Context: an optimization exercise on an open-source flow, tuned for small area, a short achievable clock period and few clock cycles per item. The choices shown serve that exercise and are no tape-out recipe. Only simulation tests tie the RTL to the original design; equivalence was not proved.

===== flow/design.v =====
module sha256_core (
    input  wire         clk,
    input  wire         rst,
    input  wire         in_valid,
    output wire         in_ready,
    input  wire         in_first,
    input  wire [511:0] in_block,
    output reg          out_valid,
    output wire [255:0] out_digest
);
    localparam [255:0] IV = {32'h6a09e667, 32'hbb67ae85, 32'h3c6ef372, 32'ha54ff53a,
                             32'h510e527f, 32'h9b05688c, 32'h1f83d9ab, 32'h5be0cd19};
    reg  [5:0]   cnt;           
    reg          run;           
    reg          sv;            
    reg          nf;            
    reg          cf;            
    reg          rdy;
    reg  [31:0]  r0, r1, r2, r3, r4, r5, r6, r7;    
    reg  [31:0]  a, b, c, e, f, g;
    reg  [31:0]  p, q;          
    reg  [31:0]  kw;            
    reg  [511:0] ws;            
    reg [31:0] kn;
    always @* begin
        case (cnt)
            6'd0: kn = 32'hb5c0fbcf; 6'd1: kn = 32'he9b5dba5; 6'd2: kn = 32'h3956c25b; 6'd3: kn = 32'h59f111f1;
            6'd4: kn = 32'h923f82a4; 6'd5: kn = 32'hab1c5ed5; 6'd6: kn = 32'hd807aa98; 6'd7: kn = 32'h12835b01;
            6'd8: kn = 32'h243185be; 6'd9: kn = 32'h550c7dc3; 6'd10: kn = 32'h72be5d74; 6'd11: kn = 32'h80deb1fe;
            6'd12: kn = 32'h9bdc06a7; 6'd13: kn = 32'hc19bf174; 6'd14: kn = 32'he49b69c1; 6'd15: kn = 32'hefbe4786;
            6'd16: kn = 32'h0fc19dc6; 6'd17: kn = 32'h240ca1cc; 6'd18: kn = 32'h2de92c6f; 6'd19: kn = 32'h4a7484aa;
            6'd20: kn = 32'h5cb0a9dc; 6'd21: kn = 32'h76f988da; 6'd22: kn = 32'h983e5152; 6'd23: kn = 32'ha831c66d;
            6'd24: kn = 32'hb00327c8; 6'd25: kn = 32'hbf597fc7; 6'd26: kn = 32'hc6e00bf3; 6'd27: kn = 32'hd5a79147;
            6'd28: kn = 32'h06ca6351; 6'd29: kn = 32'h14292967; 6'd30: kn = 32'h27b70a85; 6'd31: kn = 32'h2e1b2138;
            6'd32: kn = 32'h4d2c6dfc; 6'd33: kn = 32'h53380d13; 6'd34: kn = 32'h650a7354; 6'd35: kn = 32'h766a0abb;
            6'd36: kn = 32'h81c2c92e; 6'd37: kn = 32'h92722c85; 6'd38: kn = 32'ha2bfe8a1; 6'd39: kn = 32'ha81a664b;
            6'd40: kn = 32'hc24b8b70; 6'd41: kn = 32'hc76c51a3; 6'd42: kn = 32'hd192e819; 6'd43: kn = 32'hd6990624;
            6'd44: kn = 32'hf40e3585; 6'd45: kn = 32'h106aa070; 6'd46: kn = 32'h19a4c116; 6'd47: kn = 32'h1e376c08;
            6'd48: kn = 32'h2748774c; 6'd49: kn = 32'h34b0bcb5; 6'd50: kn = 32'h391c0cb3; 6'd51: kn = 32'h4ed8aa4a;
            6'd52: kn = 32'h5b9cca4f; 6'd53: kn = 32'h682e6ff3; 6'd54: kn = 32'h748f82ee; 6'd55: kn = 32'h78a5636f;
            6'd56: kn = 32'h84c87814; 6'd57: kn = 32'h8cc70208; 6'd58: kn = 32'h90befffa; 6'd59: kn = 32'ha4506ceb;
            6'd60: kn = 32'hbef9a3f7; 6'd61: kn = 32'hc67178f2; 6'd62: kn = 32'h428a2f98; default: kn = 32'h71374491;
        endcase
    end
    function [31:0] wj(input [511:0] v, input integer j);
        wj = v[511 - 32*j -: 32];
    endfunction
    function [31:0] hj(input [255:0] v, input integer j);
        hj = v[255 - 32*j -: 32];
    endfunction
    function [31:0] rotr(input [31:0] x, input integer n);
        rotr = (x >> n) | (x << (32 - n));
    endfunction
    reg last, pen, c61, strm, fin, lrun, ld;
    reg [3:0] widx;
    wire [31:0] s0_w  = rotr(wj(ws, 1), 7) ^ rotr(wj(ws, 1), 18) ^ (wj(ws, 1) >> 3);
    wire [31:0] s1_w  = rotr(wj(ws, 14), 17) ^ rotr(wj(ws, 14), 19) ^ (wj(ws, 14) >> 10);
    wire [31:0] w_new = wj(ws, 0) + s0_w + wj(ws, 9) + s1_w;
    wire [31:0] w_in  = in_block[511 - 32*widx -: 32];
    wire [31:0] w_sh  = strm ? w_in : w_new;
    wire [31:0] S1  = rotr(e, 6) ^ rotr(e, 11) ^ rotr(e, 25);
    wire [31:0] ch  = (e & f) ^ (~e & g);
    wire [31:0] S0  = rotr(a, 2) ^ rotr(a, 13) ^ rotr(a, 22);
    wire [31:0] mj  = (a & b) ^ (a & c) ^ (b & c);
    wire [31:0] ta  = p + S1 + ch + S0 + mj;
    wire [31:0] te  = q + S1 + ch;
    reg [31:0] iva, ive;
    always @* begin
        case ({c61, pen})
            2'b10:   begin iva = hj(IV, 3); ive = hj(IV, 7); end
            2'b01:   begin iva = hj(IV, 2); ive = hj(IV, 6); end
            default: begin iva = hj(IV, 1); ive = hj(IV, 5); end
        endcase
    end
    wire [31:0] sa  = ((cf & fin) ? iva : r0) + (a & {32{fin}});
    wire [31:0] se  = ((cf & fin) ? ive : r4) + (e & {32{fin}});
    wire [31:0] y0  = cf ? hj(IV, 0) : r2;
    wire [31:0] y4  = cf ? hj(IV, 4) : r6;
    wire [31:0] y7  = nf ? hj(IV, 7) : r2;
    wire [31:0] y3  = nf ? hj(IV, 3) : r6;
    wire [31:0] hh  = last ? y7 : g;
    wire [31:0] dd  = last ? y3 : c;
    wire [31:0] pn  = hh + kw + (pen ? y0 : 32'd0);
    wire [31:0] qn  = dd + hh + kw + (pen ? y4 : 32'd0);
    wire [31:0] kwn = kn + wj(ws, 1);                    
    always @(posedge clk) begin
        ws <= {ws[479:0], w_sh};
        p  <= pn;
        q  <= qn;
        kw <= kwn;
        a  <= ld ? (nf ? hj(IV, 0) : r1) : ta;
        e  <= ld ? (nf ? hj(IV, 4) : r5) : te;
        if (last) begin
            b <= nf ? hj(IV, 1) : sa;
            c <= nf ? hj(IV, 2) : r7;
            f <= nf ? hj(IV, 5) : se;
            g <= nf ? hj(IV, 6) : r3;
        end else begin
            b <= a; c <= b;
            f <= e; g <= f;
        end
        r0 <= lrun ? ta : r1;
        r1 <= r2; r2 <= r3; r3 <= se;
        r4 <= lrun ? te : r5;
        r5 <= r6; r6 <= r7; r7 <= sa;
    end
    always @(posedge clk) begin
        if (rst) begin
            cnt       <= 6'd47;
            last      <= 1'b0;
            pen       <= 1'b0;
            c61       <= 1'b0;
            strm      <= 1'b1;
            fin       <= 1'b0;
            lrun      <= 1'b0;
            ld        <= 1'b0;
            widx      <= 4'd0;
            run       <= 1'b0;
            sv        <= 1'b0;
            cf        <= 1'b0;
            rdy       <= 1'b0;
            out_valid <= 1'b0;
        end else begin
            cnt       <= cnt + 6'd1;
            last      <= (cnt == 6'd62);
            pen       <= (cnt == 6'd61);
            c61       <= (cnt == 6'd60);
            strm      <= (cnt >= 6'd46) && (cnt <= 6'd61);
            fin       <= run && (cnt >= 6'd60) && (cnt <= 6'd62);
            lrun      <= run && (cnt == 6'd62);
            ld        <= (cnt == 6'd62) && (in_first || !run);
            widx      <= cnt[3:0] + 4'd2;
            out_valid <= run & last;
            rdy       <= sv & (cnt == 6'd61);
            if (cnt == 6'd47) sv <= in_valid;
            if (pen && sv) nf <= in_first;
            if (last) begin
                run <= sv;
                sv  <= 1'b0;
                cf  <= sv & nf;
            end
        end
    end
    assign in_ready   = rdy;
    assign out_digest = {r0, r7, r6, r5, r4, r3, r2, r1};
endmodule

===== flow/run.sh =====
#!/bin/bash
# synth_recipe.tcl (not shown) runs the flow's synth.tcl, then flattens the netlist and writes it again
# the make line also repeats each setting of config.mk as NAME=value (left out here)
make -C /OpenROAD-flow-scripts/flow DESIGN_CONFIG=/design/flow/config.mk WORK_HOME=/design/flow/orfs CLKGATE_MAP_FILE= SYNTH_SCRIPT=/design/flow/synth_recipe.tcl finish

===== flow/config.mk =====
export PLATFORM = sky130hd
export DESIGN_NAME = sha256_core
export DESIGN_NICKNAME = sha256_core
export VERILOG_FILES = /design/flow/design.v
export SDC_FILE = /design/flow/constraint.sdc
export NUM_CORES = 4
export LEC_CHECK = 0
export CAP_MARGIN = 20
export CORE_MARGIN = 2
export CORE_UTILIZATION = 40
export SLEW_MARGIN = 20

===== flow/constraint.sdc =====
create_clock -name core_clock -period 15.0 [get_ports {clk}]
set_input_delay 3.0000 -clock core_clock [delete_from_list [all_inputs] [get_ports {clk}]]
set_output_delay 3.0000 -clock core_clock [all_outputs]
set_load 0.01 [all_outputs]

==> results.txt, run 1 <==
status timing/DRC/antenna clean; Startpoint Class flip-flop; EDFF count, synth 1; fin. max-slew vios 0; synthesis-to-finish area growth 24.7%; post-CTS resize count 0; Rows approximately 140; Die Height between 300 and 400 µm; first-pass GRT wire length 344 mm; top post-synthesis cells by area dfxtp_1 39%, fa_1 9.0%, ha_1 6.7%; drt pass-1 iters 5; RR Startpoint e[6]$_DFF_P_; Gate Count Post-Synth 5590; Crit. Startpoint e[6]$_DFF_P_; total CTS buffers ~120; Boundary Pins about 770; largest net degree at the start of global routing ~110; Post-CTS Setup Bufs 0; Die Footprint roughly 0.14 mm²; RSZ-0062 raised after global routing false; overall routed net length between 200 and 250 mm; DRT antenna net count 0; commonest cells after routing, fill and taps aside 1104 x dfxtp_1, 773 x clkdlybuf4s50_1, 364 x inv_1; Hold Crit Class reg2reg; Final Cycle Share 42.9%; Overflow after GRT 0; core area 0.141 mm²; yosys warns 1; commonest non-fill, non-tap cell in the layout dfxtp_1; worst setup margin 8.56 ns; Post-Syn Area per Cell 10.1 µm²; HPWL after DPL about 200 mm; Worst Tran Pin Value roughly 1.1 ns; Sum Neg Setup Slack 0 ns; asr flop ratio synth 0%; pre-CTS WS 8.17 ns; initial core utilization around 40%; CP max stage delay just under 0.7 ns; share of post-route cells with drive strength above 1 under 10%; CP Buf/Inv Count 2; maximum clock frequency approximately 160 MHz; max-cap violations 0; Port-buffer cells ~770; Nets 7335; register area share after synthesis 39.3%; Non-Filler Instances 8275; Clock Latency Late Sink 0.78 ns; number of global-route vias before repair between 40k and 50k; initial antenna violation count 33; final hold vios 0; RePlAce Congestion roughly 1; commonest register cell after synthesis dfxtp_1; clk slew on worst S/H paths 0.06 ns; Seq cells post-synth 1111; Num Clock Sinks ~1.1k; CTS tree built; Critical Path RT around 16 ns; Post-Synthesis Net Count approximately 6.7k; post-route cell area 0.0706 mm²; placed cell count roughly 8k; DR vias/cell ~5.6; DRC Markers 0; WP data arrival between 7 and 8 ns; CP Class reg2reg; final setup vio count 0; Netlist Area Pre-Place approximately 0.057 mm²; violation count after the first detailed-routing iteration 4238; worst-path cell chain xnor2_1, xnor2_1, xor2_1, ha_1, a21oi_1, fa_1, inv_1, fa_1, ha_1, inv_1, fa_1, nor2b_1, o31a_1, o21ai_0, a21boi_0, o2111ai_1, a21oi_1, a2111oi_0, o21bai_1, xnor2_1, o21ai_0; Yosys cell types 86; Root Buffer clkbuf_16; Wirelength per Cell between 20 and 30 µm; Post-Route Skew 0.0849 ns; slowest CP cell xnor2_1; die width 380 µm; H-Tree Depth 3; fin crit period ~6.4 ns; clk buf depth 3; cell family with most CP delay compound AO/OA/AOI/OAI gates; Placed Area between 0.06 and 0.07 mm²; crit path capture type flip-flop; crit path max fanout 7; hold buffer count at cts 0; post-synth top area cell dfxtp_1; via count approximately 46k; gr usage total between 30% and 40%; top cell type's share of synthesized area 39.2%; Hold Crit Start ws[328]$_DFF_P_; Slew HR around a quarter
state kept, by name, summed over array words and instances (netlist names), 4 cells and up:
register and cells:
r6 32, kw 32, r5 32, ws 512, e 32, r1 32, q 32, widx 4
c 32, r0 32, r4 32, g 32, a 32, p 32, b 32, kn 32
r7 32, cnt 6, f 32, r2 32, r3 32
Yosys cell counts, types with 100 or more instances:
cell type  instances
dfxtp_1         1110
inv_1            365
xnor2_1          363
nand2_1          322
nor2_1           309
ha_1             304
a21oi_1          297
o21ai_0          271
clkbuf_1         262
fa_1             255
a21o_1           146
xor2_1           145
and2_1           104
o211ai_1         102
o22a_1           100
layer usage:
metal	vias to the layer above	track usage, %	wire length (µm)	share of wire, %
met5	-	0	28	0.011
met4	4	17.4	14200	5.7
li1	20800	-	-	-
met2	2155	55.4	117000	47
met1	22900	41.6	98900	40
met3	389	5.04	17300	7.0
cells by family after synthesis:
logic type | Yosys count | share of synthesized area, %
compound gates | 1384 | 16.6
mux | 246 | 6.65
simple gates | 1073 | 8.84
flops | 1111 | 39.3
xor+xnor | 508 | 7.86
fa+ha+maj | 589 | 16.3
buf+inv | 679 | 4.51
stage by stage:
step | utilization, % | hold WS, ns
final | 50.1 | 0.270
after global routing | 50.1 | 0.277
after CTS | 50.0 | 0.271
after detailed placement | 47.0 | 0.312
after global placement | 47.0 | 0.310
after floorplan | - | 0.310
cell type report:
cell class | instances | area (µm²)
well taps | 1890 | 2360
inverters | 373 | 1400
clock buffers | 158 | 3380
multi-input cells | 3800 | 31900
fillers | 13100 | 70400
diodes | 25 | 62.6
clock inverters | 62 | 866
flip-flops and latches | 1111 | 22300
repair buffers | 856 | 8370
worst reg2reg max path, cell delays in order (launching register included):
cell and delay [ns]:
dfxtp_1 0.56, xnor2_1 0.14, xnor2_1 0.68, xor2_1 0.21
ha_1 0.16, a21oi_1 0.05, fa_1 0.60, inv_1 0.05
fa_1 0.44, ha_1 0.21, inv_1 0.08, fa_1 0.22
nor2b_1 0.07, o31a_1 0.29, o21ai_0 0.68, a21boi_0 0.42
o2111ai_1 0.43, a21oi_1 0.10, a2111oi_0 0.44, o21bai_1 0.14
xnor2_1 0.19, o21ai_0 0.11
final timing paths:
kind	to	slack, ns	cells after the start
setup / recovery	a[31]$_DFF_P_	8.56	21
hold / removal	ws[360]$_DFF_P_	0.27	0
setup reg to reg	a[31]$_DFF_P_	8.56	21
hold reg to reg	ws[360]$_DFF_P_	0.27	0
Testbench counts, summed over its fixed seeds: cycles 78,288, items 1,221.
==> run 2, diff against run 1 <==
==> flow/flow/run.sh (new file) <==
#!/bin/bash
set -euo pipefail
bash standard.sh SETUP_SLACK_MARGIN=10.5 > standard_flow.log 2>&1
==> flow/standard.sh (new file) <==
#!/bin/bash
# synth_recipe.tcl (not shown) runs the flow's synth.tcl, then flattens the netlist and writes it again
# the make line also repeats each setting of config.mk as NAME=value (left out here)
make -C /OpenROAD-flow-scripts/flow DESIGN_CONFIG=/design/flow/config.mk WORK_HOME=/design/flow/orfs CLKGATE_MAP_FILE= SYNTH_SCRIPT=/design/flow/synth_recipe.tcl "${@:-finish}"
removed: flow/run.sh
==> results.txt, run 2 <==
hold buffer count at cts 0 (unchanged); DRC Markers 0 (unchanged); Nets 7539 (was 7335); asr flop ratio synth 0% (unchanged); Rows 138 (unchanged); fin crit period 4.83 ns (was 6.44 ns); synthesis-to-finish area growth 33.8% (was 24.7%); Post-Synth Simple-Gate Area 8.84% (unchanged); top cell type's share of synthesized area 39.2% (unchanged); crit path max fanout 6 (was 7); commonest non-fill, non-tap cell in the layout dfxtp_1 (unchanged); die width 380 µm (unchanged); Critical Path RT 15.66 ns (was 15.63 ns); fin. max-slew vios 0 (unchanged); Port-buffer cells 773 (unchanged); H-Tree Depth 3 (unchanged); Seq cells post-synth 1111 (unchanged); final hold vios 0 (unchanged); number of global-route vias before repair 47.1k (was 46.1k); worst-path cell chain xor2_1, xnor2_2, xor2_1, ha_1, o21bai_1, fa_1, fa_1, ha_4, nand2_1, o31ai_4, a21oi_4, o21a_4, o21ai_4, buf_6, buf_6, a21o_1, a21oi_2, xnor2_1, mux2_4 (was xnor2_1, xnor2_1, xor2_1, ha_1, a21oi_1, fa_1, inv_1, fa_1, ha_1, inv_1, fa_1, nor2b_1, o31a_1, o21ai_0, a21boi_0, o2111ai_1, a21oi_1, a2111oi_0, o21bai_1, xnor2_1, o21ai_0); commonest cells after routing, fill and taps aside 883 x dfxtp_1, 515 x clkdlybuf4s50_1, 351 x inv_1 (was 1104 x dfxtp_1, 773 x clkdlybuf4s50_1, 364 x inv_1); Boundary Pins 774 (unchanged); first-pass GRT wire length 354 mm (was 344 mm); CP max stage delay 0.60 ns (was 0.68 ns); cell family with most CP delay adder cells (was compound AO/OA/AOI/OAI gates); largest reg by FF count ws (unchanged); Post-Synthesis Net Count 6665 (unchanged); violation count after the first detailed-routing iteration 4111 (was 4238); Overflow after GRT 0 (unchanged); clk slew on worst S/H paths 0.06 ns (about the same); Filler cells 12.6k (was 13.1k); DRT antenna net count 0 (unchanged); Worst Tran Pin Value 1.01 ns (was 1.13 ns); Die Footprint 0.145 mm² (unchanged); Fin Hold WS 0.303 ns (was 0.270 ns); main combinational cell family by area after synthesis compound AO/OA/AOI/OAI gates (unchanged); post-synthesis xor/xnor area fraction 7.86% (unchanged); final setup vio count 0 (unchanged); Hold Crit Class reg2reg (unchanged); via count 47.9k (was 46.3k); register area share after synthesis 39.3% (unchanged); CP Buf/Inv Count 2 (unchanged); Placed Area 0.0666 mm² (was 0.0663 mm²); yosys warns 1 (unchanged); largest net degree at the start of global routing 66 (was 113); Netlist Area Pre-Place 0.0566 mm² (unchanged); clk buf depth 3 (unchanged); top post-synthesis cells by area dfxtp_1 39%, fa_1 9.0%, ha_1 6.7% (unchanged); post-synth top area cell dfxtp_1 (unchanged); CTS tree built (unchanged); core area 0.141 mm² (unchanged); Post-synth top cells 1110 x dfxtp_1, 365 x inv_1, 363 x xnor2_1, 322 x nand2_1, 309 x nor2_1 (unchanged); slowest CP cell fa_1 (was xnor2_1); Post-Route Skew 0.0890 ns (was 0.0849 ns); post-synthesis adder-cell area fraction 16.3% (unchanged); Sum Neg Setup Slack 0 ns (unchanged); DR vias/cell 5.64 (was 5.60); gr usage total 34.4% (was 33.3%); Post-Syn Area per Cell 10.1 µm² (unchanged); Wirelength per Cell 30.3 µm (was 29.8 µm); Slew HR 32.1% (was 23.8%); drt pass-1 iters 6 (was 5); overall routed net length 257 mm (was 247 mm); HPWL after DPL 199 mm (was 201 mm); Startpoint Class flip-flop (unchanged); Num Clock Sinks 1111 (unchanged); status timing/DRC/antenna clean (unchanged); Gate Count Post-Synth 5590 (unchanged); post-route cell area 0.0758 mm² (was 0.0706 mm²); Synth Area in Compound Gates 16.6% (unchanged); max-cap violations 0 (unchanged); WP data arrival 5.49 ns (was 7.07 ns); CP Class reg2reg (unchanged); RePlAce Congestion 1.00 (about the same); Clock Latency Late Sink 0.78 ns (about the same); Root Buffer clkbuf_16 (unchanged); mux cell area share after synthesis 6.65% (unchanged); Yosys cell types 86 (unchanged); Die Height 380 µm (unchanged); count leader, synth dfxtp_1 (unchanged); total CTS buffers 114 (was 118); maximum clock frequency 207 MHz (was 155 MHz); commonest register cell after synthesis dfxtp_1 (unchanged); crit path capture type flip-flop (unchanged); initial antenna violation count 41 (was 33); Final Cycle Share 32.2% (was 42.9%); max reg flops 512 (unchanged); initial core utilization 40.1% (unchanged); RSZ-0062 raised after global routing true (was false); share of post-route cells with drive strength above 1 19.8% (was 8.13%); EDFF count, synth 1 (unchanged)
==> run 2: cell counts after synthesis <==
No cell type changed its count.
==> run 2: path summary, 6_finish.rpt <==
path,startpoint,to,slack [ns],cells past startpoint
setup / recovery,a[7]$_DFF_P_,r0[24]$_DFF_P_,10.17,19
hold / removal,ws[358]$_DFF_P_,ws[390]$_DFF_P_,0.30,0
setup reg to reg,a[7]$_DFF_P_,r0[24]$_DFF_P_,10.17,19
hold reg to reg,ws[358]$_DFF_P_,ws[390]$_DFF_P_,0.30,0
==> run 2: repair_timing <==
item,4_1_cts,5_1_grt
pin swaps,101,124
cloned,14,3
resized for setup,994,190
endpoints found under the setup margin,455,108
hold endpoints to repair,0,0
buffers inserted,118,74
==> run 2: cell families after synthesis <==
group	count (synthesis)
mux	246
simple gates	1073
flops	1111
fa+ha+maj	589
buf+inv	679
xor+xnor	508
compound gates	1384
==> run 2: metal layers <==
layer  track usage, %  up-vias  share of wire (%)
met5                0        -              0.021
met4             20.4        8                6.7
met3             4.49      477                7.2
met2             56.9     2428                 47
met1             42.9    23700                 39
li1                 -    21300                  -
==> run 2: area by class of cell <==
cell class,count,area (µm²),share of cell area (%)
antenna,36,90.1,0.119
timing repair buffer,1061,10500,13.9
inverter,373,1490,1.96
sequential,1111,22700,30.0
tap,1890,2360,3.12
multi-input combinational,3802,34400,45.4
clock inverter,63,913,1.21
timing repair inverter,1,8.76,0.0116
clock buffer,150,3230,4.26
==> run 2: metrics by stage <==
step | worst slack, ns | utilization, % | std cells
detailed placement | 8.22 | 47.2 | 8029
CTS | 10.17 | 52.6 | 8374
global placement | 8.29 | 47.2 | 8029
finish | 10.17 | 53.7 | 8487
global route | 10.10 | 53.7 | 8476
floorplan | 10.27 | - | 5590
==> run 2: worst register-to-register path, stage by stage (launching register included) <==
cell	delay, ns
dfxtp_4	0.40
xor2_1	0.18
xnor2_2	0.34
xor2_1	0.14
ha_1	0.21
o21bai_1	0.19
fa_1	0.60
fa_1	0.46
ha_4	0.32
nand2_1	0.08
o31ai_4	0.32
a21oi_4	0.14
o21a_4	0.25
o21ai_4	0.22
buf_6	0.14
buf_6	0.09
a21o_1	0.12
a21oi_2	0.06
xnor2_1	0.17
mux2_4	0.27
==> run 3, diff against run 2 <==
--- a/flow/design.v
+++ b/flow/design.v
@@ -16,6 +16,7 @@
     reg          nf;            
     reg          cf;            
     reg          rdy;
+    reg          rst_r;         
     reg  [31:0]  r0, r1, r2, r3, r4, r5, r6, r7;    
     reg  [31:0]  a, b, c, e, f, g;
     reg  [31:0]  p, q;          
@@ -104,8 +105,10 @@
         r4 <= lrun ? te : r5;
         r5 <= r6; r6 <= r7; r7 <= sa;
     end
+    always @(posedge clk)
+        rst_r <= rst;
     always @(posedge clk) begin
-        if (rst) begin
+        if (rst_r) begin
             cnt       <= 6'd47;
             last      <= 1'b0;
             pen       <= 1'b0;
==> flow/flow/run.sh (replaced) <==
#!/bin/bash
# Layout flow: the standard ORFS flow (standard.sh, unchanged, with
# the standard flow's config.mk and SDC), with two settings on make's command line:
#  - the port buffers that the flow puts on every input and output are
#    sky130_fd_sc_hd__buf_1 rather than the delay buffer it picks by default.
# make's full output goes to standard_flow.log here; ORFS keeps each step's
# log under orfs/logs.
set -euo pipefail
bash standard.sh SETUP_SLACK_MARGIN=12 "BUFFER_PORTS_ARGS=-buffer_cell sky130_fd_sc_hd__buf_1" > standard_flow.log 2>&1
==> results.txt, run 3 <==
status timing/DRC/antenna clean (unchanged); slowest CP cell fa_1 (unchanged); Non-Filler Instances 8891 (was 8487); EDFF count, synth 1 (unchanged); Overflow after GRT 0 (unchanged); commonest cells after routing, fill and taps aside 751 x dfxtp_1, 498 x buf_1, 473 x buf_4 (was 883 x dfxtp_1, 515 x clkdlybuf4s50_1, 351 x inv_1); worst setup margin 10.11 ns (was 10.17 ns); max-cap violations 0 (unchanged); number of global-route vias before repair 49.6k (was 47.1k); top cell type's share of synthesized area 39.3% (was 39.2%); total CTS buffers 115 (was 114); CP max stage delay 0.52 ns (was 0.60 ns); WP data arrival 5.56 ns (was 5.49 ns); hold buffer count at cts 0 (unchanged); crit path capture type flip-flop (unchanged); placed cell count 8008 (was 8029); Num Clock Sinks 1112 (was 1111); fin crit period 4.89 ns (was 4.83 ns); Critical Path RT 15.67 ns (was 15.66 ns); CTS tree built (unchanged); share of post-route cells with drive strength above 1 35.9% (was 19.8%); Seq cells post-synth 1112 (was 1111); first-pass GRT wire length 363 mm (was 354 mm); H-Tree Depth 3 (unchanged); Slew HR 23.7% (was 32.1%); commonest register cell after synthesis dfxtp_1 (unchanged); initial antenna violation count 29 (was 41); worst-path cell chain buf_12, xnor2_4, xnor2_4, buf_12, xor2_2, ha_2, o21bai_4, fa_1, fa_1, ha_4, nand2_4, o31ai_4, a21oi_4, buf_6, buf_6, o21ai_4, a31oi_4, o21bai_1, a21oi_1, xnor2_1, mux2_2 (was xor2_1, xnor2_2, xor2_1, ha_1, o21bai_1, fa_1, fa_1, ha_4, nand2_1, o31ai_4, a21oi_4, o21a_4, o21ai_4, buf_6, buf_6, a21o_1, a21oi_2, xnor2_1, mux2_4); register area share after synthesis 39.3% (about the same); final hold vios 0 (unchanged); DRT antenna net count 0 (unchanged); CP Buf/Inv Count 4 (was 2); Root Buffer clkbuf_16 (unchanged); Post-Synthesis Net Count 6673 (was 6665); DRC Markers 0 (unchanged); max reg flops 512 (unchanged); Wirelength per Cell 30.0 µm (was 30.3 µm); Fin Hold WS 0.304 ns (was 0.303 ns); initial core utilization 40.2% (was 40.1%); pre-CTS WS 8.49 ns (was 8.22 ns); Post-synth top cells 1111 x dfxtp_1, 368 x inv_1, 363 x xnor2_1, 325 x nand2_1, 308 x nor2_1 (was 1110 x dfxtp_1, 365 x inv_1, 363 x xnor2_1, 322 x nand2_1, 309 x nor2_1); clk buf depth 3 (unchanged); maximum clock frequency 205 MHz (was 207 MHz); post-synth top area cell dfxtp_1 (unchanged); Sequential Area 0.0232 mm² (was 0.0227 mm²); DR vias/cell 5.69 (was 5.64); Nets 7967 (was 7539); Hold Crit Class reg2reg (unchanged); cell family with most CP delay adder cells (unchanged); Hold Crit Start ws[441]$_DFF_P_ (was ws[358]$_DFF_P_); asr flop ratio synth 0% (unchanged); Gate Count Post-Synth 5598 (was 5590); clk slew on worst S/H paths 0.07 ns (was 0.06 ns); RePlAce Congestion 0.989 (was 1.00); Final Cycle Share 32.6% (was 32.2%); core area 0.141 mm² (unchanged); fin. max-slew vios 0 (unchanged); crit path max fanout 4 (was 6); CP Class reg2reg (unchanged); synthesis-to-finish area growth 43.1% (was 33.8%); Crit. Startpoint e[11]$_DFF_P_ (was a[7]$_DFF_P_); Boundary Pins 774 (unchanged); Rows 138 (unchanged); Startpoint Class flip-flop (unchanged); final setup vio count 0 (unchanged); Post-Route Skew 0.0637 ns (was 0.0890 ns); largest reg by FF count ws (unchanged); largest net degree at the start of global routing 81 (was 66); HPWL after DPL 186 mm (was 199 mm); Netlist Area Pre-Place 0.0567 mm² (was 0.0566 mm²); Clock Latency Late Sink 0.79 ns (was 0.78 ns); top post-synthesis cells by area dfxtp_1 39%, fa_1 9.0%, ha_1 6.7% (unchanged); RR Startpoint e[11]$_DFF_P_ (was a[7]$_DFF_P_); Die Footprint 0.145 mm² (about the same); die width 380 µm (about the same); Filler cells 11.6k (was 12.6k); Multi-input gate area 0.0379 mm² (was 0.0344 mm²); Yosys cell types 86 (unchanged); drt pass-1 iters 6 (unchanged); Port-buffer cells 773 (unchanged); Post-Syn Area per Cell 10.1 µm² (about the same); via count 50.6k (was 47.9k); yosys warns 1 (unchanged); overall routed net length 266 mm (was 257 mm); gr usage total 35.0% (was 34.4%); commonest non-fill, non-tap cell in the layout dfxtp_1 (unchanged); count leader, synth dfxtp_1 (unchanged); RSZ-0062 raised after global routing true (unchanged); Die Height 380 µm (about the same); violation count after the first detailed-routing iteration 5219 (was 4111); Sum Neg Setup Slack 0 ns (unchanged); Worst Tran Pin Value 1.14 ns (was 1.01 ns)
run 3: path summary, 6_finish.rpt:
path,endpoint,cells past startpoint,slack (ns)
setup / recovery,r0[20]$_DFF_P_,21,10.11
hold / removal,ws[473]$_DFF_P_,0,0.30
setup reg to reg,r0[20]$_DFF_P_,21,10.11
hold reg to reg,ws[473]$_DFF_P_,0,0.30
run 3: cells by family (layout without fill, tap and decap cells):
logic type,count (synthesis),count (layout),synth area share (%)
other,0,13,0
adders and majority gates,589,589,16.3
DFF,1112,1112,39.3
AOI/OAI and AO/OA,1386,1386,16.6
muxes,245,245,6.60
and+or+nand+nor,1076,1076,8.86
buffers and inverters,682,2072,4.54
xor gates and xnor gates,508,508,7.85
run 3: layout make-up:
| cell class | instances | share of cell area (%) |
|---|---|---|
| repair buffers | 1484 | 14.8 |
| diodes | 13 | 0.0401 |
| repair inverters | 2 | 0.0216 |
| flip-flops and latches | 1112 | 28.6 |
| clock buffers | 168 | 4.15 |
| multi-input cells | 3804 | 46.8 |
| inverters | 373 | 1.82 |
| clock inverters | 45 | 0.855 |
| well taps | 1890 | 2.92 |
run 3: repair_timing:
item	in CTS	in global routing
resized for setup	1699	410
cloned	19	2
setup endpoints to repair	632	601
pin swaps	366	335
endpoints found under the hold margin	0	0
setup buffers	450	185
run 3: routing by layer:
layer	track usage, %	wire [µm]	vias to the layer above	share of wire (%)
met5	0	160	-	0.060
met4	20.8	19800	20	7.4
met3	6.22	23500	640	8.8
met2	57.3	123000	2882	46
met1	43.2	99700	24900	37
li1	-	-	22100	-
run 3: per-stage QoR:
stage	cell area (µm²)	util, %
5_1_grt	81100	57.5
3_5_place_dp	62500	44.3
3_3_place_gp	62500	44.3
4_1_cts	77400	54.9
2_1_floorplan	58100	-
6_report	81100	57.5
Testbench counts of run 3, summed over its fixed seeds: cycles 78,296, items 1,221.
==> run 4, diff against run 3 <==
--- a/flow/flow/run.sh
+++ b/flow/flow/run.sh
@@ -6,4 +6,4 @@
 # make's full output goes to standard_flow.log here; ORFS keeps each step's
 # log under orfs/logs.
 set -euo pipefail
-bash standard.sh SETUP_SLACK_MARGIN=12 "BUFFER_PORTS_ARGS=-buffer_cell sky130_fd_sc_hd__buf_1" > standard_flow.log 2>&1
+bash standard.sh SETUP_SLACK_MARGIN=10.5 "BUFFER_PORTS_ARGS=-buffer_cell sky130_fd_sc_hd__buf_1" > standard_flow.log 2>&1
==> results.txt, run 4 <==
final setup vio count 0 (unchanged); Seq cells post-synth 1112 (unchanged); crit path capture type flip-flop (unchanged); top post-synthesis cells by area dfxtp_1 39%, fa_1 9.0%, ha_1 6.7% (unchanged); EDFF count, synth 1 (unchanged); Worst Tran Pin Value 1.11 ns (was 1.14 ns); share of post-route cells with drive strength above 1 17.0% (was 35.9%); hold buffer count at cts 0 (unchanged); worst-path cell chain buf_12, nor2_4, buf_12, nand2_4, o21ai_4, fa_1, fa_1, ha_2, inv_2, fa_2, nand2b_4, a21o_1, a21boi_4, a311oi_4, a211oi_2, o21a_1, o2111ai_2, nand2_2, a221o_1, xnor2_1 (was buf_12, xnor2_4, xnor2_4, buf_12, xor2_2, ha_2, o21bai_4, fa_1, fa_1, ha_4, nand2_4, o31ai_4, a21oi_4, buf_6, buf_6, o21ai_4, a31oi_4, o21bai_1, a21oi_1, xnor2_1, mux2_2); drt pass-1 iters 5 (was 6); fin crit period 4.86 ns (was 4.89 ns); Post-Syn Area per Cell 10.1 µm² (unchanged); Final Cycle Share 32.4% (was 32.6%); Gate Count Post-Synth 5598 (unchanged); asr flop ratio synth 0% (unchanged); Die Footprint 0.145 mm² (unchanged); synthesis-to-finish area growth 24.4% (was 43.1%); gr usage total 33.6% (was 35.0%); DR vias/cell 5.66 (was 5.69); Wirelength per Cell 29.8 µm (was 30.0 µm); commonest non-fill, non-tap cell in the layout dfxtp_1 (unchanged); status timing/DRC/antenna clean (unchanged); largest reg by FF count ws (unchanged); Rows 138 (unchanged); commonest cells after routing, fill and taps aside 985 x dfxtp_1, 773 x buf_1, 352 x inv_1 (was 751 x dfxtp_1, 498 x buf_1, 473 x buf_4); Netlist Area Pre-Place 0.0567 mm² (unchanged); count leader, synth dfxtp_1 (unchanged); Num Clock Sinks 1112 (unchanged); max reg flops 512 (unchanged); RSZ-0062 raised after global routing true (unchanged); final hold vios 0 (unchanged); Critical Path RT 15.61 ns (was 15.67 ns); Sum Neg Setup Slack 0 ns (unchanged); Nets 7531 (was 7967); number of global-route vias before repair 46.4k (was 49.6k); Slew HR 25.2% (was 23.7%); Hold Crit Class reg2reg (unchanged); clk slew on worst S/H paths 0.07 ns (about the same); commonest register cell after synthesis dfxtp_1 (unchanged); largest net degree at the start of global routing 66 (was 81); Overflow after GRT 0 (unchanged); WP data arrival 5.47 ns (was 5.56 ns); Yosys cell types 86 (unchanged); HPWL after DPL 196 mm (was 186 mm); Port-buffer cells 773 (unchanged); top cell type's share of synthesized area 39.3% (unchanged); initial core utilization 40.2% (unchanged); violation count after the first detailed-routing iteration 5243 (was 5219); pre-CTS WS 8.21 ns (was 8.49 ns); Clock Latency Late Sink 0.78 ns (was 0.79 ns); yosys warns 1 (unchanged); first-pass GRT wire length 347 mm (was 363 mm); post-synth top area cell dfxtp_1 (unchanged); DRC Markers 0 (unchanged); CP Class reg2reg (unchanged); crit path max fanout 7 (was 4); Boundary Pins 774 (unchanged); DRT antenna net count 0 (unchanged); Fin Hold WS 0.290 ns (was 0.304 ns); Filler cells 13.0k (was 11.6k); CP max stage delay 0.51 ns (was 0.52 ns); max-cap violations 0 (unchanged); maximum clock frequency 206 MHz (was 205 MHz); die width 380 µm (unchanged); CTS tree built (unchanged); Post-Route Skew 0.0830 ns (was 0.0637 ns); Die Height 380 µm (unchanged); slowest CP cell edfxtp_1 (was fa_1); clk buf depth 3 (unchanged); worst setup margin 10.14 ns (was 10.11 ns); Post-synth top cells 1111 x dfxtp_1, 368 x inv_1, 363 x xnor2_1, 325 x nand2_1, 308 x nor2_1 (unchanged); core area 0.141 mm² (unchanged); register area share after synthesis 39.3% (unchanged); overall routed net length 253 mm (was 266 mm); H-Tree Depth 3 (unchanged); RePlAce Congestion 1.07 (was 0.989); Startpoint Class flip-flop (unchanged); total CTS buffers 117 (was 115); initial antenna violation count 39 (was 29); fin. max-slew vios 0 (unchanged); Root Buffer clkbuf_16 (unchanged); via count 47.9k (was 50.6k); Post-Synthesis Net Count 6673 (unchanged)
run 4: cell types whose count changed in the layout (fill, tap and decap cells not counted), sizes merged:
cell,change
clkinvlp,+11
diode,+17
clkinv,+6
clkbuf,-18
bufinv,+1
inv,+5
nand2,+1
buf,-432
bufbuf,-8
run 4: critical path, delay by kind of cell, from the launching register on:
family	cells	cell delay (ns)
buffers and inverters	3	0.43
DFF	1	0.51
and+or+nand+nor	4	0.49
xor gates and xnor gates	1	0.12
AOI/OAI and AO/OA	8	1.75
adders and majority gates	4	1.36
run 4: worst paths after layout:
check,startpoint,endpoint,slack (ns),depth (start not counted)
worst min-delay path,ws[373]$_DFF_P_,ws[405]$_DFF_P_,0.29,0
worst min register to register,ws[373]$_DFF_P_,ws[405]$_DFF_P_,0.29,0
worst max register to register,nf$_DFFE_PP_,q[31]$_DFF_P_,10.14,20
worst max-delay path,nf$_DFFE_PP_,q[31]$_DFF_P_,10.14,20
run 4: logic make-up (layout without fill, tap and decap cells):
| family | after synthesis | in the layout | share of synthesized area [%] |
|---|---|---|---|
| muxes | 245 | 245 | 6.60 |
| xor gates and xnor gates | 508 | 508 | 7.85 |
| adders and majority gates | 589 | 589 | 16.3 |
| DFF | 1112 | 1112 | 39.3 |
| AOI/OAI and AO/OA | 1386 | 1386 | 16.6 |
| buffers and inverters | 682 | 1637 | 4.54 |
| other | 0 | 30 | 0 |
| and+or+nand+nor | 1076 | 1077 | 8.86 |
run 4: area by class of cell:
cell class / instances / area [µm²] / share of cell area (%)
inverter: 373 / 1450 / 2.06
tap: 1890 / 2360 / 3.35
sequential: 1112 / 22600 / 32.0
clock buffer: 148 / 3260 / 4.62
timing repair buffer: 1046 / 5670 / 8.04
clock inverter: 69 / 855 / 1.21
timing repair inverter: 1 / 8.76 / 0.0124
multi-input combinational: 3805 / 34300 / 48.6
antenna: 30 / 75.1 / 0.107
run 4: routing by layer:
metal  share of wire, %  global-route usage (%)
met3                7.6                    5.15
met1                 39                    41.9
met4                7.2                    20.7
met5              0.021                       0
met2                 46                    54.7
run 4: what timing repair did:
action | in CTS | in global routing
gates cloned | 9 | 5
gates resized for setup | 427 | 219
pin swaps | 109 | 133
setup endpoints to repair | 212 | 106
buffers inserted | 91 | 93
run 4: through the flow:
| stage | area [µm²] | std cells | utilization, % |
|---|---|---|---|
| 6_report | 70500 | 8474 | 50.0 |
| 5_1_grt | 70500 | 8466 | 50.0 |
| 4_1_cts | 68500 | 8346 | 48.5 |
| 3_5_place_dp | 61600 | 8029 | 43.6 |
| 3_3_place_gp | 61600 | 8028 | 43.6 |
| 2_1_floorplan | 56800 | 5598 | - |
==> run 5, diff against run 4 <==
--- a/flow/design.v
+++ b/flow/design.v
@@ -22,27 +22,40 @@
     reg  [31:0]  p, q;          
     reg  [31:0]  kw;            
     reg  [511:0] ws;            
-    reg [31:0] kn;
-    always @* begin
-        case (cnt)
-            6'd0: kn = 32'hb5c0fbcf; 6'd1: kn = 32'he9b5dba5; 6'd2: kn = 32'h3956c25b; 6'd3: kn = 32'h59f111f1;
-            6'd4: kn = 32'h923f82a4; 6'd5: kn = 32'hab1c5ed5; 6'd6: kn = 32'hd807aa98; 6'd7: kn = 32'h12835b01;
-            6'd8: kn = 32'h243185be; 6'd9: kn = 32'h550c7dc3; 6'd10: kn = 32'h72be5d74; 6'd11: kn = 32'h80deb1fe;
-            6'd12: kn = 32'h9bdc06a7; 6'd13: kn = 32'hc19bf174; 6'd14: kn = 32'he49b69c1; 6'd15: kn = 32'hefbe4786;
-            6'd16: kn = 32'h0fc19dc6; 6'd17: kn = 32'h240ca1cc; 6'd18: kn = 32'h2de92c6f; 6'd19: kn = 32'h4a7484aa;
-            6'd20: kn = 32'h5cb0a9dc; 6'd21: kn = 32'h76f988da; 6'd22: kn = 32'h983e5152; 6'd23: kn = 32'ha831c66d;
-            6'd24: kn = 32'hb00327c8; 6'd25: kn = 32'hbf597fc7; 6'd26: kn = 32'hc6e00bf3; 6'd27: kn = 32'hd5a79147;
-            6'd28: kn = 32'h06ca6351; 6'd29: kn = 32'h14292967; 6'd30: kn = 32'h27b70a85; 6'd31: kn = 32'h2e1b2138;
-            6'd32: kn = 32'h4d2c6dfc; 6'd33: kn = 32'h53380d13; 6'd34: kn = 32'h650a7354; 6'd35: kn = 32'h766a0abb;
-            6'd36: kn = 32'h81c2c92e; 6'd37: kn = 32'h92722c85; 6'd38: kn = 32'ha2bfe8a1; 6'd39: kn = 32'ha81a664b;
-            6'd40: kn = 32'hc24b8b70; 6'd41: kn = 32'hc76c51a3; 6'd42: kn = 32'hd192e819; 6'd43: kn = 32'hd6990624;
-            6'd44: kn = 32'hf40e3585; 6'd45: kn = 32'h106aa070; 6'd46: kn = 32'h19a4c116; 6'd47: kn = 32'h1e376c08;
-            6'd48: kn = 32'h2748774c; 6'd49: kn = 32'h34b0bcb5; 6'd50: kn = 32'h391c0cb3; 6'd51: kn = 32'h4ed8aa4a;
-            6'd52: kn = 32'h5b9cca4f; 6'd53: kn = 32'h682e6ff3; 6'd54: kn = 32'h748f82ee; 6'd55: kn = 32'h78a5636f;
-            6'd56: kn = 32'h84c87814; 6'd57: kn = 32'h8cc70208; 6'd58: kn = 32'h90befffa; 6'd59: kn = 32'ha4506ceb;
-            6'd60: kn = 32'hbef9a3f7; 6'd61: kn = 32'hc67178f2; 6'd62: kn = 32'h428a2f98; default: kn = 32'h71374491;
-        endcase
-    end
+    wire [63:0] cdec = 64'd1 << cnt;
+    wire [31:0] kn;
+    assign kn[ 0] = |(cdec & 64'h98b616ea7e8452af);
+    assign kn[ 1] = |(cdec & 64'h3cfc429a2e6d9b05);
+    assign kn[ 2] = |(cdec & 64'h11d358356a97bd33);
+    assign kn[ 3] = |(cdec & 64'h4ed9849981be0945);
+    assign kn[ 4] = |(cdec & 64'hf526650f94702d6c);
+    assign kn[ 5] = |(cdec & 64'h3ce62b59a48c3d1a);
+    assign kn[ 6] = |(cdec & 64'h3cf921853ff76e2d);
+    assign kn[ 7] = |(cdec & 64'hfc661269473bdb7b);
+    assign kn[ 8] = |(cdec & 64'h54a15317bf53ef8b);
+    assign kn[ 9] = |(cdec & 64'h56f9098c578090f7);
+    assign kn[10] = |(cdec & 64'hcc2798a3038d9720);
+    assign kn[11] = |(cdec & 64'h6d3e857b663546e3);
+    assign kn[12] = |(cdec & 64'h250312040a412eab);
+    assign kn[13] = |(cdec & 64'h7dabb4e5b3166a41);
+    assign kn[14] = |(cdec & 64'hadb1c6d512c0e6a7);
+    assign kn[15] = |(cdec & 64'h145a655008bb2957);
+    assign kn[16] = |(cdec & 64'hb2c08940eba561da);
+    assign kn[17] = |(cdec & 64'hc660b5fcd940ecd4);
+    assign kn[18] = |(cdec & 64'h86f4d241484a9e76);
+    assign kn[19] = |(cdec & 64'h557d3bcfb266fe30);
+    assign kn[20] = |(cdec & 64'hbc1e8ce2c2f8fd3e);
+    assign kn[21] = |(cdec & 64'hb4a2e26b6cfc851a);
+    assign kn[22] = |(cdec & 64'h3b092338162d180d);
+    assign kn[23] = |(cdec & 64'h57da4c505c35fc8b);
+    assign kn[24] = |(cdec & 64'h801546174a05b22f);
+    assign kn[25] = |(cdec & 64'h70198b6ad62994b0);
+    assign kn[26] = |(cdec & 64'h3b4b9a0dfe37c301);
+    assign kn[27] = |(cdec & 64'h12bcc08182dd906e);
+    assign kn[28] = |(cdec & 64'h94d6fc2a2b7016dd);
+    assign kn[29] = |(cdec & 64'h98e710ccc3a6c527);
+    assign kn[30] = |(cdec & 64'he0f81f0f0c38e64a);
+    assign kn[31] = |(cdec & 64'h3f001ff00fc0f873);
     function [31:0] wj(input [511:0] v, input integer j);
         wj = v[511 - 32*j -: 32];
     endfunction
==> results.txt, run 5 <==
fin crit period 4.81 ns (was 4.86 ns); drt pass-1 iters 5 (unchanged); crit path capture type flip-flop (unchanged); Rows 137 (was 138); Seq cells post-synth 1080 (was 1112); DRT antenna net count 0 (unchanged); crit path max fanout 3 (was 7); DRC Markers 0 (unchanged); Post-Syn Area per Cell 10.1 µm² (about the same); Post-Synthesis Net Count 6628 (was 6673); gr usage total 34.1% (was 33.6%); max-cap violations 0 (unchanged); Post-Route Skew 0.0647 ns (was 0.0830 ns); Worst Tran Pin Value 1.17 ns (was 1.11 ns); final setup vio count 0 (unchanged); Wirelength per Cell 29.9 µm (was 29.8 µm); commonest register cell after synthesis dfxtp_1 (unchanged); commonest non-fill, non-tap cell in the layout dfxtp_1 (unchanged); final hold vios 0 (unchanged); DR vias/cell 5.68 (was 5.66); H-Tree Depth 3 (unchanged); violation count after the first detailed-routing iteration 4739 (was 5243); Port-buffer cells 773 (unchanged); CP Class reg2reg (unchanged); core area 0.139 mm² (was 0.141 mm²); WP data arrival 5.43 ns (was 5.47 ns); share of post-route cells with drive strength above 1 19.0% (was 17.0%); Netlist Area Pre-Place 0.0561 mm² (was 0.0567 mm²); number of global-route vias before repair 46.5k (was 46.4k); Multi-input gate area 0.0347 mm² (was 0.0343 mm²); initial core utilization 40.3% (was 40.2%); Boundary Pins 774 (unchanged); worst-path cell chain clkinvlp_4, xnor2_4, xnor2_1, ha_1, inv_2, fa_1, inv_1, fa_1, ha_2, inv_2, fa_2, nor2b_2, o31a_1, nor4_4, buf_6, o31ai_4, o211ai_1, a21oi_1, a21oi_1, xnor2_1, mux2_2 (was buf_12, nor2_4, buf_12, nand2_4, o21ai_4, fa_1, fa_1, ha_2, inv_2, fa_2, nand2b_4, a21o_1, a21boi_4, a311oi_4, a211oi_2, o21a_1, o2111ai_2, nand2_2, a221o_1, xnor2_1); status timing/DRC/antenna clean (unchanged); register area share after synthesis 38.5% (was 39.3%); slowest CP cell fa_1 (was edfxtp_1); Filler cells 12.8k (was 13.0k); top cell type's share of synthesized area 38.5% (was 39.3%); Post-synth top cells 1079 x dfxtp_1, 366 x xnor2_1, 358 x inv_1, 338 x a21oi_1, 300 x nor2_1 (was 1111 x dfxtp_1, 368 x inv_1, 363 x xnor2_1, 325 x nand2_1, 308 x nor2_1); post-route cell area 0.0702 mm² (was 0.0705 mm²); commonest cells after routing, fill and taps aside 935 x dfxtp_1, 771 x buf_1, 346 x inv_1 (was 985 x dfxtp_1, 773 x buf_1, 352 x inv_1); placed cell count 7990 (was 8029); count leader, synth dfxtp_1 (unchanged); via count 47.8k (was 47.9k); Fin Hold WS 0.278 ns (was 0.290 ns); Hold Crit Class reg2reg (unchanged); Yosys cell types 94 (was 86); overall routed net length 252 mm (was 253 mm); clk slew on worst S/H paths 0.08 ns (was 0.07 ns); die width 379 µm (was 380 µm); Die Height 379 µm (was 380 µm); Clock Latency Late Sink 0.76 ns (was 0.78 ns); first-pass GRT wire length 346 mm (was 347 mm); Critical Path RT 15.62 ns (was 15.61 ns); Sum Neg Setup Slack 0 ns (unchanged); total CTS buffers 110 (was 117); CTS tree built (unchanged); RSZ-0062 raised after global routing true (unchanged); post-synth top area cell dfxtp_1 (unchanged); max reg flops 512 (unchanged); Die Footprint 0.143 mm² (was 0.145 mm²); top post-synthesis cells by area dfxtp_1 38%, fa_1 9.1%, ha_1 6.4% (was dfxtp_1 39%, fa_1 9.0%, ha_1 6.7%); Root Buffer clkbuf_16 (unchanged); asr flop ratio synth 0% (unchanged); yosys warns 1 (unchanged); synthesis-to-finish area growth 25.0% (was 24.4%); clk buf depth 3 (unchanged); HPWL after DPL 196 mm (about the same); Overflow after GRT 0 (unchanged); Slew HR 22.2% (was 25.2%); initial antenna violation count 26 (was 39); largest reg by FF count ws (unchanged); fin. max-slew vios 0 (unchanged); Num Clock Sinks 1080 (was 1112); Sequential Area 0.0219 mm² (was 0.0226 mm²); hold buffer count at cts 0 (unchanged); RePlAce Congestion 1.01 (was 1.07); Startpoint Class flip-flop (unchanged); CP max stage delay 0.50 ns (was 0.51 ns); Non-Filler Instances 8418 (was 8474); maximum clock frequency 208 MHz (was 206 MHz); Gate Count Post-Synth 5571 (was 5598); Nets 7493 (was 7531); Final Cycle Share 32.0% (was 32.4%); EDFF count, synth 1 (unchanged); Placed Area 0.0610 mm² (was 0.0616 mm²); largest net degree at the start of global routing 76 (was 66)
-- run 5: cell count changes after synthesis, sizes merged, moves of 28 or more --
cell    change
nand2      -34
a22oi      +36
a21oi      +42
o211ai     -47
dfxtp      -32
mux2       +28
mux2i      -31
-- run 5: per-stage QoR --
stage                     setup WS, ns  utilization [%]
after floorplan                  10.48                -
after global placement            8.90             43.8
after detailed placement          8.85             43.8
after CTS                        10.25             49.1
after global routing             10.02             50.3
final                            10.19             50.4
-- run 5: area by class of cell --
cell class	count	share of cell area, %
antenna	11	0.0392
sequential	1080	31.2
clock buffer	148	4.37
multi-input combinational	3824	49.4
tap	1876	3.34
timing repair inverter	1	0.0125
inverter	362	2.00
clock inverter	59	1.31
timing repair buffer	1057	8.25
-- run 5: critical path: cells and delay by family, from the launching register on --
| kind | cells | cell delay [ns] |
|---|---|---|
| adder cells (fa/ha/maj) | 5 | 1.82 |
| AO/OA/AOI/OAI | 5 | 1.02 |
| XOR/XNOR | 3 | 0.57 |
| buffers and inverters | 5 | 0.48 |
| flip-flops | 1 | 0.36 |
| multiplexers | 1 | 0.26 |
| AND/OR/NAND/NOR | 2 | 0.20 |
-- run 5: kinds of logic after synthesis --
kind of cell,Yosys count,share of synthesized area (%)
adder cells (fa/ha/maj),570,16.0
AND/OR/NAND/NOR,1071,9.16
AO/OA/AOI/OAI,1426,17.1
multiplexers,242,6.67
buffers and inverters,668,4.50
flip-flops,1080,38.5
XOR/XNOR,514,8.02
-- run 5: routing by layer --
metal	up-vias	global-route usage, %	part of all wire (%)	routed length (µm)
met2	2423	53.7	45	112000
li1	21200	-	-	-
met4	8	15.3	5.6	14200
met3	532	5.93	7.9	19900
met5	-	0	0.019	48
met1	23600	45.6	42	105000
-- run 5: path summary, 6_finish.rpt --
check        depth (start not counted)  slack [ns]               to            start
max                                 21       10.19   r0[29]$_DFF_P_    a[23]$_DFF_P_
min                                  0        0.28  ws[471]$_DFF_P_  ws[439]$_DFF_P_
max reg2reg                         21       10.19   r0[29]$_DFF_P_    a[23]$_DFF_P_
min reg2reg                          0        0.28  ws[471]$_DFF_P_  ws[439]$_DFF_P_
-- run 5: repair_timing --
| action | 4_1_cts | 5_1_grt |
|---|---|---|
| cloned | 12 | 4 |
| setup endpoints to repair | 247 | 98 |
| pin swaps | 105 | 119 |
| buffers inserted | 111 | 83 |
| gates resized for setup | 541 | 250 |
Testbench counts of run 5, summed over its fixed seeds: cycles 78,296, items 1,221.
==> run 6, diff against run 5 <==
--- a/flow/flow/run.sh
+++ b/flow/flow/run.sh
@@ -6,4 +6,4 @@
 # make's full output goes to standard_flow.log here; ORFS keeps each step's
 # log under orfs/logs.
 set -euo pipefail
-bash standard.sh SETUP_SLACK_MARGIN=10.5 "BUFFER_PORTS_ARGS=-buffer_cell sky130_fd_sc_hd__buf_1" > standard_flow.log 2>&1
+bash standard.sh SETUP_SLACK_MARGIN=10 "BUFFER_PORTS_ARGS=-buffer_cell sky130_fd_sc_hd__buf_1" > standard_flow.log 2>&1
==> results.txt, run 6 <==
status timing/DRC/antenna clean (unchanged); Post-Synth Simple-Gate Area 9.16% (unchanged); asr flop ratio synth 0% (unchanged); post-synth top area cell dfxtp_1 (unchanged); CP Class reg2reg (unchanged); worst reg-to-reg setup slack 10.01 ns (was 10.19 ns); top post-synthesis cells by area dfxtp_1 38%, fa_1 9.1%, ha_1 6.4% (unchanged); synthesis-to-finish area growth 19.5% (was 25.0%); Yosys cell types 94 (unchanged); Nets 7351 (was 7493); commonest non-fill, non-tap cell in the layout dfxtp_1 (unchanged); HPWL after DPL 194 mm (was 196 mm); commonest cells after routing, fill and taps aside 1011 x dfxtp_1, 773 x buf_1, 354 x inv_1 (was 935 x dfxtp_1, 771 x buf_1, 346 x inv_1); crit path max fanout 16 (was 3); Die Height 379 µm (unchanged); Multi-input gate area 0.0332 mm² (was 0.0347 mm²); first-pass GRT wire length 339 mm (was 346 mm); Netlist Area Pre-Place 0.0561 mm² (unchanged); Seq cells post-synth 1080 (unchanged); largest net degree at the start of global routing 72 (was 76); WP data arrival 5.66 ns (was 5.43 ns); Critical Path RT 15.67 ns (was 15.62 ns); Root Buffer clkbuf_16 (unchanged); fin. max-slew vios 0 (unchanged); Sum Neg Setup Slack 0 ns (unchanged); Synth Area in Compound Gates 17.1% (unchanged); Sequential Area 0.0218 mm² (was 0.0219 mm²); Final Cycle Share 33.2% (was 32.0%); Slew HR 32.1% (was 22.2%); die width 379 µm (unchanged); worst setup margin 10.01 ns (was 10.19 ns); violation count after the first detailed-routing iteration 5419 (was 4739); number of global-route vias before repair 46.0k (was 46.5k); Num Clock Sinks 1080 (unchanged); post-synthesis adder-cell area fraction 16.0% (unchanged); total CTS buffers 111 (was 110); top cell type's share of synthesized area 38.5% (unchanged); maximum clock frequency 201 MHz (was 208 MHz); fin crit period 4.99 ns (was 4.81 ns); final hold vios 0 (unchanged); slowest CP cell fa_1 (unchanged); EDFF count, synth 1 (unchanged); Startpoint Class flip-flop (unchanged); count leader, synth dfxtp_1 (unchanged); via count 47.7k (was 47.8k); Post-Route Skew 0.0386 ns (was 0.0647 ns); Post-synth top cells 1079 x dfxtp_1, 366 x xnor2_1, 358 x inv_1, 338 x a21oi_1, 300 x nor2_1 (unchanged); crit path capture type flip-flop (unchanged); Die Footprint 0.143 mm² (unchanged); initial antenna violation count 24 (was 26); clk slew on worst S/H paths 0.06 ns (was 0.08 ns); Overflow after GRT 0 (unchanged); share of post-route cells with drive strength above 1 12.8% (was 19.0%); DR vias/cell 5.75 (was 5.68); worst-path cell chain buf_12, inv_1, buf_4, ha_1, buf_4, clkinvlp_4, nor2_4, o21ai_1, o21ai_2, a211oi_2, nand4_1, ha_4, fa_1, a211o_1, o211ai_1, a21oi_2, a21bo_2, a31oi_4, o31ai_4, a211o_1, a21oi_1, xnor2_1 (was clkinvlp_4, xnor2_4, xnor2_1, ha_1, inv_2, fa_1, inv_1, fa_1, ha_2, inv_2, fa_2, nor2b_2, o31a_1, nor4_4, buf_6, o31ai_4, o211ai_1, a21oi_1, a21oi_1, xnor2_1, mux2_2); H-Tree Depth 3 (unchanged); mux cell area share after synthesis 6.67% (unchanged); CP max stage delay 0.45 ns (was 0.50 ns); post-synthesis xor/xnor area fraction 8.02% (unchanged); RePlAce Congestion 1.06 (was 1.01); initial core utilization 40.3% (unchanged); clk buf depth 3 (unchanged); RSZ-0062 raised after global routing true (unchanged); Filler cells 13.2k (was 12.8k); final setup vio count 0 (unchanged); max-cap violations 0 (unchanged); CTS tree built (unchanged); DRT antenna net count 0 (unchanged); pre-CTS WS 8.93 ns (was 8.85 ns); overall routed net length 245 mm (was 252 mm); Gate Count Post-Synth 5571 (unchanged); Post-Synthesis Net Count 6628 (unchanged); Clock Latency Late Sink 0.75 ns (was 0.76 ns); core area 0.139 mm² (unchanged); register area share after synthesis 38.5% (unchanged); yosys warns 1 (unchanged); commonest register cell after synthesis dfxtp_1 (unchanged); Rows 137 (unchanged); main combinational cell family by area after synthesis compound AO/OA/AOI/OAI gates (unchanged); Boundary Pins 774 (unchanged); Worst Tran Pin Value 1.02 ns (was 1.17 ns); gr usage total 33.2% (was 34.1%); max reg flops 512 (unchanged); Port-buffer cells 773 (unchanged); largest reg by FF count ws (unchanged); drt pass-1 iters 6 (was 5); Post-Syn Area per Cell 10.1 µm² (unchanged); Hold Crit Class reg2reg (unchanged); DRC Markers 0 (unchanged); Wirelength per Cell 29.5 µm (was 29.9 µm)
run 6: cell counts after synthesis:
No cell type changed its count.
run 6: worst max-delay path: cells and delay by family, from the launching register on:
kind	cells	cell delay, ns
xor+xnor	1	0.13
fa+ha+maj	3	0.95
buf+inv	5	0.78
flops	1	0.40
compound gates	11	2.28
simple gates	2	0.37
run 6: layout make-up:
type	instances	share of cell area, %
well taps	1876	3.50
clock inverters	62	1.49
clock buffers	147	4.58
diodes	24	0.0895
flip-flops and latches	1080	32.4
inverters	362	2.05
multi-input cells	3824	49.4
repair buffers	915	6.41
run 6: routing by layer:
| metal | track usage, % | vias to the layer above | part of all wire [%] |
|---|---|---|---|
| met1 | 43.8 | 23600 | 41 |
| met5 | 0 | - | 0.033 |
| met3 | 6.12 | 597 | 8.4 |
| li1 | - | 20900 | - |
| met4 | 16.4 | 14 | 6.2 |
| met2 | 52.0 | 2585 | 44 |
run 6: cell families after synthesis:
| logic type | count (synthesis) |
|---|---|
| adders and majority gates | 570 |
| DFF | 1080 |
| and+or+nand+nor | 1071 |
| AOI/OAI and AO/OA | 1426 |
| muxes | 242 |
| buffers and inverters | 668 |
| xor gates and xnor gates | 514 |
run 6: worst paths after layout:
kind / start / to / cells after the start
setup / recovery: cnt[2]$_SDFF_PP1_ / kw[30]$_DFF_P_ / 22
hold reg to reg: ws[411]$_DFF_P_ / ws[443]$_DFF_P_ / 0
setup reg to reg: cnt[2]$_SDFF_PP1_ / kw[30]$_DFF_P_ / 22
hold / removal: ws[411]$_DFF_P_ / ws[443]$_DFF_P_ / 0
run 6: through the flow:
stage	instances	hold WS [ns]	util (%)	cell area, µm²
finish	8290	0.303	48.2	67100
global route	8278	0.315	48.1	67100
CTS	8220	0.302	47.3	65900
detailed placement	7986	0.312	43.7	60900
global placement	7986	0.310	43.7	60900
floorplan	5571	0.310	-	56100
run 6: what timing repair did:
action | CTS | global route
gates cloned | 2 | 6
endpoints found under the setup margin | 120 | 75
gates resized for setup | 171 | 166
hold buffers | 0 | 0
buffers inserted | 23 | 40
pin swaps | 18 | 42

port drivers added, routing unchanged:
No port has a modelled driver above. Below, the same layouts with a new extraction and two added sets of constraints.
Step 1, drivers: a clkbuf_16 drives clk and a buf_2 each remaining input, both assumed.
Step 2 moves the port delays by t, midway between the first and last clock arrival at a register: inputs arrive t later, outputs are due t later. That takes back most of the time a late clock gives input paths.
a / b / c = ideal ports / drivers / drivers and shift; a / b = the first two.
run	t, ns	setup slack, ns	hold slack, ns	slew at the worst register clock pin (ns)	worst data-port slew with drivers (ns)
run 1	0.796	8.558 / 8.558 / 8.101	0.270 / 0.270 / 0.270	0.07 / 0.07	0.28
run 2	0.796	10.170 / 10.170 / 9.731	0.303 / 0.303 / 0.303	0.07 / 0.07	0.22
run 3	0.839	10.114 / 10.114 / 10.101	0.304 / 0.304 / 0.304	0.07 / 0.07	0.22
run 4	0.793	10.141 / 10.141 / 9.800	0.290 / 0.290 / 0.290	0.07 / 0.07	0.33
run 5	0.805	10.194 / 10.194 / 9.756	0.278 / 0.278 / 0.278	0.08 / 0.08	0.19
run 6	0.807	10.014 / 10.014 / 9.787	0.303 / 0.303 / 0.303	0.07 / 0.07	0.18
After both steps every run listed still meets setup and hold. For run 1, which loses most, drivers alone change the setup slack by 0.000 ns; drivers and shift together by -0.457 ns.
